What follows belongs to an exercise in optimizing a design on an open flow for small area and a short achievable clock period; a production flow would make more cautious choices. At most, simulation tests tie the RTL to the original design; equivalence was not proved.

// lane_fma
module lane_fma (
    input  wire        clk,
    input  wire        rst,
    input  wire        in_valid,
    input  wire [2:0]  in_op,
    input  wire [1:0]  in_mod,
    input  wire [31:0] in_a,
    input  wire [31:0] in_b,
    input  wire [31:0] in_c,
    output reg         out_valid,
    output reg  [31:0] out_res,
    output reg         out_clamp,
    output reg         out_bad
);
For scale: about 5,000 cells after synthesis, about 410 flip-flops, about 140 I/O pins.
Settings: LEC_CHECK=0, CAP_MARGIN=20, CORE_MARGIN=2, CORE_UTILIZATION=60, SLEW_MARGIN=20; clock period 11.0 ns.
standard.sh (not shown) runs the stock make flow with config.mk's settings and CLKGATE_MAP_FILE= SYNTH_SCRIPT=/design/flow/synth_recipe.tcl, a recipe that flattens the netlist after the stock synthesis.
==> flow/flow/run.sh <==
#!/bin/bash
# The standard layout (standard.sh, unchanged synthesis), with two
# settings outside config.mk's list: timing repair aims for 6.5 ns of setup
# slack, and the port buffers are buf_1 cells. make's full output goes to
# standard.log; each ORFS step logs under orfs/logs/.
export SETUP_SLACK_MARGIN=6.5
export BUFFER_PORTS_ARGS="-buffer_cell sky130_fd_sc_hd__buf_1"
bash standard.sh > standard.log 2>&1
The starting point completed with no timing, DRC or antenna violations.
==> next run, changes <==
--- a/flow/flow/run.sh
+++ b/flow/flow/run.sh
@@ -3 +3 @@
-# settings outside config.mk's list: timing repair aims for 6.5 ns of setup
+# settings outside config.mk's list: timing repair aims for 5.75 ns of setup
@@ -6 +6 @@
-export SETUP_SLACK_MARGIN=6.5
+export SETUP_SLACK_MARGIN=5.75
=>
- The changed run went through all stages and came out clean
- worst setup slack degrades by 0.26 ns
- area after synthesis is unchanged
- design area fell by 9.4%


lane_fma, a different RTL version from the one above (not shown whole).
Size: roughly 5100 cells after synthesis, about 420 flip-flops, roughly 140 I/O pins, roughly 0.043 mm2 of cells after synthesis.
==> flow/config.mk <==
export PLATFORM = sky130hd
export DESIGN_NAME = lane_fma
export DESIGN_NICKNAME = lane_fma
export VERILOG_FILES = /design/flow/design.v
export SDC_FILE = /design/flow/constraint.sdc
export NUM_CORES = 4
export LEC_CHECK = 0
export CAP_MARGIN = 20
export CORE_MARGIN = 2
export CORE_UTILIZATION = 60
export SLEW_MARGIN = 20
==> flow/constraint.sdc <==
create_clock -name core_clock -period 11.0 [get_ports {clk}]
set_input_delay 2.2000 -clock core_clock [delete_from_list [all_inputs] [get_ports {clk}]]
set_output_delay 2.2000 -clock core_clock [all_outputs]
set_load 0.01 [all_outputs]
==> flow/flow/run.sh <==
#!/bin/bash
# The standard layout (standard.sh, unchanged synthesis), with two
# settings outside config.mk's list: timing repair aims for 6.5 ns of setup
# slack, and the port buffers are buf_1 cells. make's full output goes to
# standard.log; each ORFS step logs under orfs/logs/.
export SETUP_SLACK_MARGIN=6.5
export BUFFER_PORTS_ARGS="-buffer_cell sky130_fd_sc_hd__buf_1"
bash standard.sh > standard.log 2>&1
Edit:
==> flow/flow/run.sh (replaced) <==
#!/bin/bash
# The standard layout (standard.sh, unchanged synthesis), with two
# settings outside config.mk's list: timing repair aims for 6 ns of setup
# slack, and the port buffers are buf_1 cells. make's full output goes to
# standard.log; each ORFS step logs under orfs/logs/.
export SETUP_SLACK_MARGIN=6
export BUFFER_PORTS_ARGS="-buffer_cell sky130_fd_sc_hd__buf_1"
bash standard.sh > standard.log 2>&1
After rerunning: The new run finished with timing, DRC and antenna clean; count of clock-buffer cells in the layout increases by 1; worst setup slack degrades by 0.0039 ns; non-clock buffer count went down by 90; via count drops by 2.3%; utilization decreases by 3.5 points; flip-flop and latch count stays the same; routed wire length decreases by 5.1%; synthesized area is unchanged.
No functional check of the RTL was part of any run of this note.


## run 1
lane_fma, a different RTL version from the one above (not shown whole).
Size: about 4800 cells after synthesis, roughly 140 I/O pins, roughly 42000 um^2 of cells after synthesis.
export LEC_CHECK = 0
export CAP_MARGIN = 20
export CORE_MARGIN = 2
export CORE_UTILIZATION = 40
export SLEW_MARGIN = 20
create_clock -name core_clock -period 11.0 [get_ports {clk}]
==> flow/flow/run.sh <==
#!/bin/bash
export SETUP_SLACK_MARGIN=6.5
bash standard.sh > standard.log 2>&1
Per the final summary, run 1 finished and its layout is clean on timing, DRC and antenna.
Relative to run 1, the following input files were edited for run 2:
- an added CTS_BUF_LIST of sky130_fd_sc_hd__clkbuf_4 sky130_fd_sc_hd__clkbuf_8
- a change of CORE_UTILIZATION from 40 to 65
==> flow/flow/run.sh <==
#!/bin/bash
# The standard layout (standard.sh, unchanged synthesis), with two
# settings outside config.mk's list: timing repair aims for 5 ns of setup
# slack, and the port buffers are buf_1 cells. make's full output goes to
# standard.log; each ORFS step logs under orfs/logs/.
export SETUP_SLACK_MARGIN=5
export BUFFER_PORTS_ARGS="-buffer_cell sky130_fd_sc_hd__buf_1"
bash standard.sh > standard.log 2>&1
### Flow results
For run 1, the start point of the critical path was r1_shn[10], unlike run 2, where it was r1_zz. Looking at run 1 and run 2, the layout multi-input combinational cell count is a wash. Measured against each other, run 1 and run 2 differ in clock skew, the higher figure coming from run 2. Per the comparison of run 2 with run 1, final wirelength shrank by about 12%, post-route worst setup slack shrank by 920 ps, number of gates on the worst path with buffers counted shrank by 2, adder and majority gate portion of the synthesized area held steady, area of the multi-input gates shrank by 3000 um^2. From run 1 to run 2 the numbers moved as follows: sequential share of cell area rose 2.6 points, final cell count fell about 12%. When run 2 is measured against run 1, its die height turns out 21% lower.
[inputs] run 3 vs run 2
- a deleted CTS_BUF_LIST that had been sky130_fd_sc_hd__clkbuf_4 sky130_fd_sc_hd__clkbuf_8
- a change of CORE_UTILIZATION from 65 to 40
==> flow/flow/run.sh <==
#!/bin/bash
export SETUP_SLACK_MARGIN=6
bash standard.sh > standard.log 2>&1
==> run summary <==
Diff run 3 and run 2: effective utilization at floorplan higher in run 2. Run 3: flow completed, timing, DRC and antenna clean. Compared with run 2, die area in run 3 increased by more than half. Run 3 vs run 2 — total of clock buffers placed in the layout dropped by more than a quarter. On number of global-route vias before repair, run 3 and run 2 are basically level.
No run of this note included a check of the RTL's function; only the layout flow was run.

static timing again, ports no longer ideal:
Ports are ideal in the flow. The routed layouts listed here were re-timed in OpenROAD. Step 1: set_driving_cell puts a clkbuf_16 on clk and a buf_2 on each other input, an assumption about the parent block. Step 2 times the ports against the registers' clock, not the clock port: input delays grow and output delays shrink by t, the midpoint of the rising clock arrivals with the driver on. Slacks: ideal ports / drivers / drivers and shift; pairs: ideal ports / drivers.
| run | shift t [ns] | setup slack, ns | worst setup path at the end | worst register clock-pin slew, ns | cell pins on the clock port's net |
|---|---|---|---|---|---|
| the first run of note 1 | 0.677 | 6.064 / 6.064 / 5.586 | input to register | 0.08 / 0.08 | 1 |
| the second run of note 1 | 0.673 | 5.808 / 5.808 / 5.293 | input to register | 0.07 / 0.07 | 1 |
| the first run of note 2 | 0.667 | 5.995 / 5.995 / 5.877 | input to register | 0.07 / 0.07 | 1 |
| the second run of note 2 | 0.668 | 5.991 / 5.991 / 5.616 | input to register | 0.08 / 0.08 | 1 |
| run 1 | 0.695 | 6.046 / 6.046 / 5.876 | input to register | 0.07 / 0.07 | 1 |
| run 2 | 0.753 | 5.124 / 5.124 / 5.124 | register to register | 0.07 / 0.07 | 1 |
| run 3 | 0.698 | 5.887 / 5.887 / 5.524 | input to register | 0.07 / 0.07 | 1 |
After both steps every run listed still meets setup and hold. The setup slack of the second run of note 1, which loses most, moves by 0.000 ns with the drivers and by -0.515 ns with both steps.
